Context: an optimization exercise on an open-source flow, tuned for small area, a short achievable clock period and few clock cycles per item. The choices shown serve that exercise and are no tape-out recipe.
The RTL was checked by simulation tests, not by an equivalence proof against the original design.
Power and IR drop assume default switching activity.

File: flow/config.mk
export PLATFORM = sky130hd
export DESIGN_NAME = bqd_section
export DESIGN_NICKNAME = bqd_section
export VERILOG_FILES = /design/flow/design.v
export SDC_FILE = /design/flow/constraint.sdc
export NUM_CORES = 4
export LEC_CHECK = 0
export CAP_MARGIN = 20
export CORE_MARGIN = 2
export CORE_UTILIZATION = 40
export PLACE_DENSITY = 0.6
export SLEW_MARGIN = 20
File: flow/constraint.sdc
create_clock -name core_clock -period 15.0 [get_ports {clk}]
set_input_delay 3.0000 -clock core_clock [delete_from_list [all_inputs] [get_ports {clk}]]
set_output_delay 3.0000 -clock core_clock [all_outputs]
set_load 0.01 [all_outputs]
File: flow/design.v
module bqd_section (
    input  wire        clk,
    input  wire        rst,
    input  wire        in_valid,
    output wire        in_ready,
    input  wire [31:0] in_x,
    input  wire [31:0] in_b0,
    input  wire [31:0] in_b1,
    input  wire [31:0] in_b2,
    input  wire [31:0] in_a1,
    input  wire [31:0] in_a2,
    input  wire        in_bypass,
    output reg         out_valid,
    output reg  [31:0] out_y,
    output reg  [1:0]  out_sat
);
    localparam [2:0] ST_IDLE = 3'd0;
    localparam [2:0] ST_MAC  = 3'd1;
    localparam [2:0] ST_DONE = 3'd2;
    reg [2:0] state;
    reg [2:0] step;
    reg [31:0] x, b0, b1, b2, a1, a2;
    reg        bypass;
    reg [31:0] x1, x2;      
    reg [31:0] y1r, y2r;    
    reg signed [71:0] acc;
    assign in_ready = (state == ST_IDLE);
    reg [31:0] op_c, op_d;
    reg        op_neg;
    always @(*) begin
        op_c   = b0;
        op_d   = x;
        op_neg = 1'b0;
        case (step)
            3'd0: begin op_c = b0; op_d = x;   op_neg = 1'b0; end
            3'd1: begin op_c = b1; op_d = x1;  op_neg = 1'b0; end
            3'd2: begin op_c = b2; op_d = x2;  op_neg = 1'b0; end
            3'd3: begin op_c = a1; op_d = y1r; op_neg = 1'b1; end
            3'd4: begin op_c = a2; op_d = y2r; op_neg = 1'b1; end
            default: ;
        endcase
    end
    wire signed [63:0] product = $signed(op_c) * $signed(op_d);
    wire signed [71:0] aligned = {{6{product[63]}}, product, 2'b00};
    wire signed [71:0] acc_sum = op_neg ? acc - aligned : acc + aligned;
    wire        ys_hi  = (acc > 72'sh0_7fff_ffff_ffff_ffff);
    wire        ys_lo  = (acc < -72'sh0_8000_0000_0000_0000);
    wire [63:0] ys     = ys_hi ? 64'h7fff_ffff_ffff_ffff :
                         ys_lo ? 64'h8000_0000_0000_0000 : acc[63:0];
    wire signed [72:0] rnd   = {acc[71], acc} + 73'sd1073741824;
    wire signed [41:0] rnd_q = rnd[72:31];
    wire        yo_hi  = (rnd_q > 42'sd2147483647);
    wire        yo_lo  = (rnd_q < -42'sd2147483648);
    wire [31:0] yo     = yo_hi ? 32'h7fff_ffff :
                         yo_lo ? 32'h8000_0000 : rnd_q[31:0];
    wire [63:0] y_new   = bypass ? {x[31], x, 31'd0} : ys;
    wire signed [64:0] yr_sum = {y_new[63], y_new} + 65'sd2147483648;
    wire signed [32:0] yr_q   = yr_sum[64:32];
    wire [31:0] y_new_r = (yr_q > 33'sd2147483647) ? 32'h7fff_ffff : yr_q[31:0];
    always @(posedge clk) begin
        if (rst) begin
            state     <= ST_IDLE;
            step      <= 3'd0;
            x         <= 32'd0;
            b0        <= 32'd0;
            b1        <= 32'd0;
            b2        <= 32'd0;
            a1        <= 32'd0;
            a2        <= 32'd0;
            bypass    <= 1'b0;
            x1        <= 32'd0;
            x2        <= 32'd0;
            y1r       <= 32'd0;
            y2r       <= 32'd0;
            acc       <= 72'd0;
            out_valid <= 1'b0;
            out_y     <= 32'd0;
            out_sat   <= 2'd0;
        end else begin
            out_valid <= 1'b0;
            case (state)
                ST_IDLE: begin
                    if (in_valid) begin
                        x      <= in_x;
                        b0     <= in_b0;
                        b1     <= in_b1;
                        b2     <= in_b2;
                        a1     <= in_a1;
                        a2     <= in_a2;
                        bypass <= in_bypass;
                        acc    <= 72'd0;
                        step   <= 3'd0;
                        state  <= ST_MAC;
                    end
                end
                ST_MAC: begin
                    acc <= acc_sum;
                    if (step == 3'd4) begin
                        state <= ST_DONE;
                    end else begin
                        step <= step + 3'd1;
                    end
                end
                ST_DONE: begin
                    x2        <= x1;
                    x1        <= x;
                    y2r       <= y1r;
                    y1r       <= y_new_r;
                    out_valid <= 1'b1;
                    if (bypass) begin
                        out_y   <= x;
                        out_sat <= 2'b00;
                    end else begin
                        out_y   <= yo;
                        out_sat <= {ys_hi | ys_lo, yo_hi | yo_lo};
                    end
                    state <= ST_IDLE;
                end
                default: state <= ST_IDLE;
            endcase
        end
    end
endmodule
File: flow/run.sh
#!/bin/bash
# synth_recipe.tcl (not shown) runs the flow's synth.tcl, then flattens the netlist and writes it again
# the make line also repeats each setting of config.mk as NAME=value (left out here)
make -C /OpenROAD-flow-scripts/flow DESIGN_CONFIG=/design/flow/config.mk WORK_HOME=/design/flow/orfs CLKGATE_MAP_FILE= SYNTH_SCRIPT=/design/flow/synth_recipe.tcl finish
==> notes.md <==
-- flip-flops by register name (all words and copies together), names as in the netlist --
signal and cells:
step 3, x1 32, a1 32, y1r 32, out_sat 2, bypass 1
state 2, b2 32, b0 32, out_y 32, x2 32, x 32
a2 32, y2r 32, b1 32, acc 70, out_valid 1
-- power breakdown --
group / total (mW) / leakage [nW] / internal, mW / switching [mW]
registers: 1.34 / 3.51 / 1.23 / 0.111
clock network: 1.22 / 0.772 / 0.710 / 0.510
logic: 4.03 / 26.8 / 1.48 / 2.55
total: 6.59 / 31.1 / 3.41 / 3.18
-- cell families after synthesis --
group	Yosys count
buffers and inverters	1600
and+or+nand+nor	2545
AOI/OAI and AO/OA	1184
DFF	431
adders and majority gates	1344
xor gates and xnor gates	250
muxes	115
-- placed cells by master (no fill, tap or decap), drive strengths merged, types with 7 or more instances in the layout --
master	netlist	final
a211oi	47	47
a21o	69	69
a21oi	558	558
a221oi	10	10
a22oi	130	130
a2bb2oi	11	11
a31oi	38	38
and2	33	33
and3	24	24
and4	9	9
buf	43	235
clkbuf	379	66
clkdlybuf4s50	0	230
clkinv	1	8
dfxtp	431	431
fa	1083	1083
ha	261	261
inv	1177	1178
mux2	55	55
mux2i	60	60
nand2	1345	1345
nand2b	37	37
nand3	113	113
nand4	32	32
nor2	784	784
nor2b	30	32
nor3	49	49
nor4	11	11
o2111ai	7	7
o211ai	18	18
o21a	20	21
o21ai	153	153
o21bai	20	20
o221ai	22	22
o31ai	17	17
or2	31	31
or3	14	14
or4	7	7
xnor2	147	147
xor2	103	103
-- critical path: cells and delay by family (launching register included) --
kind	cells	cell delay, ns
AND/OR/NAND/NOR	17	4.34
XOR/XNOR	2	0.31
buffers and inverters	11	1.31
flip-flops	1	0.43
multiplexers	1	0.66
AO/OA/AOI/OAI	7	1.93
adder cells (fa/ha/maj)	11	5.21
-- Yosys cell counts (9+ instances only) --
cell / count / share of area [%]
buf_2: 9 / 0.074
nor4_1: 10 / 0.10
fa_1: 1083 / 36
a221oi_1: 10 / 0.14
and3_1: 24 / 0.25
inv_1: 1177 / 7.3
or3_1: 14 / 0.14
dfxtp_1: 431 / 14
nor2_1: 784 / 4.8
a21o_1: 69 / 0.85
xnor2_1: 147 / 2.1
o211ai_1: 16 / 0.20
ha_1: 261 / 5.4
clkbuf_1: 379 / 2.3
o21bai_1: 20 / 0.25
a31oi_1: 36 / 0.37
xor2_1: 103 / 1.5
nand2_1: 1344 / 8.3
nand4_1: 32 / 0.33
a21oi_1: 551 / 4.5
buf_1: 30 / 0.18
o221ai_1: 21 / 0.30
a2bb2oi_1: 11 / 0.16
o31ai_1: 15 / 0.18
and2_1: 32 / 0.33
a211oi_1: 45 / 0.55
o21ai_0: 144 / 1.2
a22oi_1: 130 / 1.6
nor3_1: 48 / 0.39
o21a_1: 20 / 0.25
nor2b_1: 30 / 0.31
and4_1: 9 / 0.13
nand2b_1: 36 / 0.37
or2_2: 30 / 0.31
mux2_2: 55 / 1.0
nand3_1: 113 / 0.93
mux2i_1: 60 / 0.99
-- area by class of cell --
cell class	instances	area, sq um
Tap cell	2030	2540
Fill cell	15000	83400
Clock inverter	15	253
Antenna cell	1	2.50
Multi-Input combinational cell	5441	46700
Clock buffer	66	1340
Sequential cell	431	8630
Timing Repair Buffer	465	4290
Inverter	1178	4420
-- metrics by stage --
| step | util [%] | instances | setup TNS, ns |
|---|---|---|---|
| floorplan | - | 7469 | 0 |
| global placement | 43.7 | 9520 | 0 |
| detailed placement | 43.7 | 9520 | 0 |
| CTS | 44.8 | 9601 | 0 |
| global route | 45.0 | 9627 | -0.123 |
| finish | 45.0 | 9627 | 0 |
-- metal layers --
layer / part of all wire, % / global-route usage (%) / vias to the layer above / wire length [microns]
met3: 7.3 / 4.00 / 337 / 15400
li1: - / - / 23500 / -
met4: 4.0 / 9.28 / 0 / 8440
met5: 0 / 0 / - / 0
met2: 45 / 42.7 / 1838 / 95300
met1: 44 / 39.2 / 26200 / 93300
-- worst paths after layout --
kind	start	endpoint	slack, ns	cells past startpoint
max	step[0]$_SDFFE_PP0P_	acc[70]$_SDFFE_PP0P_	0.65	49
min	x1[13]$_SDFFE_PP0P_	x2[13]$_SDFFE_PP0P_	0.43	2
max reg2reg	step[0]$_SDFFE_PP0P_	acc[70]$_SDFFE_PP0P_	0.65	49
min reg2reg	x1[13]$_SDFFE_PP0P_	x2[13]$_SDFFE_PP0P_	0.43	2
-- timing repair --
action | in CTS | in global routing
resized for setup | 0 | 13
endpoints found under the setup margin | 0 | 11
buffers inserted | 0 | 22
==> notes.md <==
outcome=complete, no violations; die area=~160000 sq um; slowest stage cell, crit path=mux2i_2; maximum clock rate=69.7 MHz; Period Utilization, post-route=a little over nine tenths; Die Width=394 microns; Setup-failing EPs final=0; Mean Syn Cell Area=between 8 and 9 sq um; Top Ports=~230; Clock Skew=approximately 0.057 ns; Power Total=~6.6 mW; wire per inst=approximately 22 microns; routed vias=between 50000 and 60000; CTS sink count=~430; CP arrival=14.86 ns; final worst path period need=between 10 and 15 ns; EDFF count, synth=0; crit path launch type=flop; CTS Buf Count=46; mapped cell area=between 60000 and 70000 sq um; main combinational cell family by area after synthesis=adder cells; Clock Latency Late Sink=around 0.63 ns; most frequent CP cell=fa_1; dpl ws=0.385 ns; final hold vios=0; die height=between 300 and 400 microns; Final Max Tran Viols=0; Hold Path Class=flop to flop; share of post-route cells with drive strength above 1=approximately 6.5%; global route overflow=0; Port Buffer Count=roughly 230; Routed Antenna Nets=0; hpwl dp=between 150000 and 200000 microns; drt via density=around 5.4; first-pass GRT wire length=approximately 330000 microns; Final #Nets=between 9000 and 10000; required time worst endpoint=15.50 ns; initial DRC count=4347; Max Cap Viol=0; cell row count=~140; Mapped Cells=about 7500; H-tree levels=2; DRT Wirelength=213000 microns; register bit total from synthesis=around 430; CP Capture Type=flop; pwr/cell area=between 90 and 100 nW/um^2; DRT Pass-1 Iters=8; sequential-to-total area share from yosys stat=14.2%; adder-cell share of the synthesized area=40.9%; worst setup margin=0.648 ns; CTS tree=built; CTS Hold Buffers Added=0; Simple-Gate Fraction of Synth Area=~17%; Critical Path Max Stage Delay=around 0.66 ns; main flop type after synthesis=dfxtp_1; Synth Area in Compound Gates=12.0%; gp weighted congestion=0.970; Layout area overhead=11.9%; Yosys cell types=between 90 and 100; CORE AREA=around 150000 sq um; critical path class=flop to flop; number of global-route vias before repair=roughly 53000; peak supply drop=~0.12 mV; clock tree buffer depth=3; Worst slew margin=between 10% and 20%; Syn Nets=9009; multiplexer share of the synthesized area=between 2 and 2.5%; Placement Cell Area=approximately 66000 sq um; initial antenna violation count=4; leakage=around 31 nW; Tightest Pin Transition=~1.2 ns; Initial Utilization=between 40% and 50%; hold slack final=between 0.4 and 0.5 ns; Synth Warn #=1; CP Max Fanout=14; asr flop ratio synth=0%; clock slew at reported path FFs=0.07 ns; CTS Root Buffer Type=clkbuf_16; xor-xnor portion of the synthesized cell area=3.59%; fin area=around 68000 sq um; largest net degree at the start of global routing=around 110; DR DRC count=0; Tot GR Track Use=a little over a quarter
Testbench counts, summed over its fixed seeds: cycles 112,000, items 16,000.

[what the ideal ports hide]
Ports are ideal in the flow. The routed layout listed here was re-timed in OpenROAD. Step 1 (the two cells are an assumption about what drives the block):
set clk [get_ports {clk}]
set_driving_cell -lib_cell sky130_fd_sc_hd__clkbuf_16 $clk
set_driving_cell -lib_cell sky130_fd_sc_hd__buf_2 [delete_from_list [all_inputs] $clk]
Step 2 also shifts input and output timing later by t, the mid clock arrival at the registers, as if the neighbouring blocks saw the same clock. a / b / c = ideal / step 1 / step 2; a / b = the first two.
t, ns: 0.667
slack for setup (ns): 0.648 / 0.648 / 0.648
latest minus earliest clock arrival (ns): 0.059 / 0.058
pins driven straight from the clock port: 1
After both steps this run still meets setup and hold. The setup slack of this run moves by 0.000 ns with the drivers and by 0.000 ns with both steps.
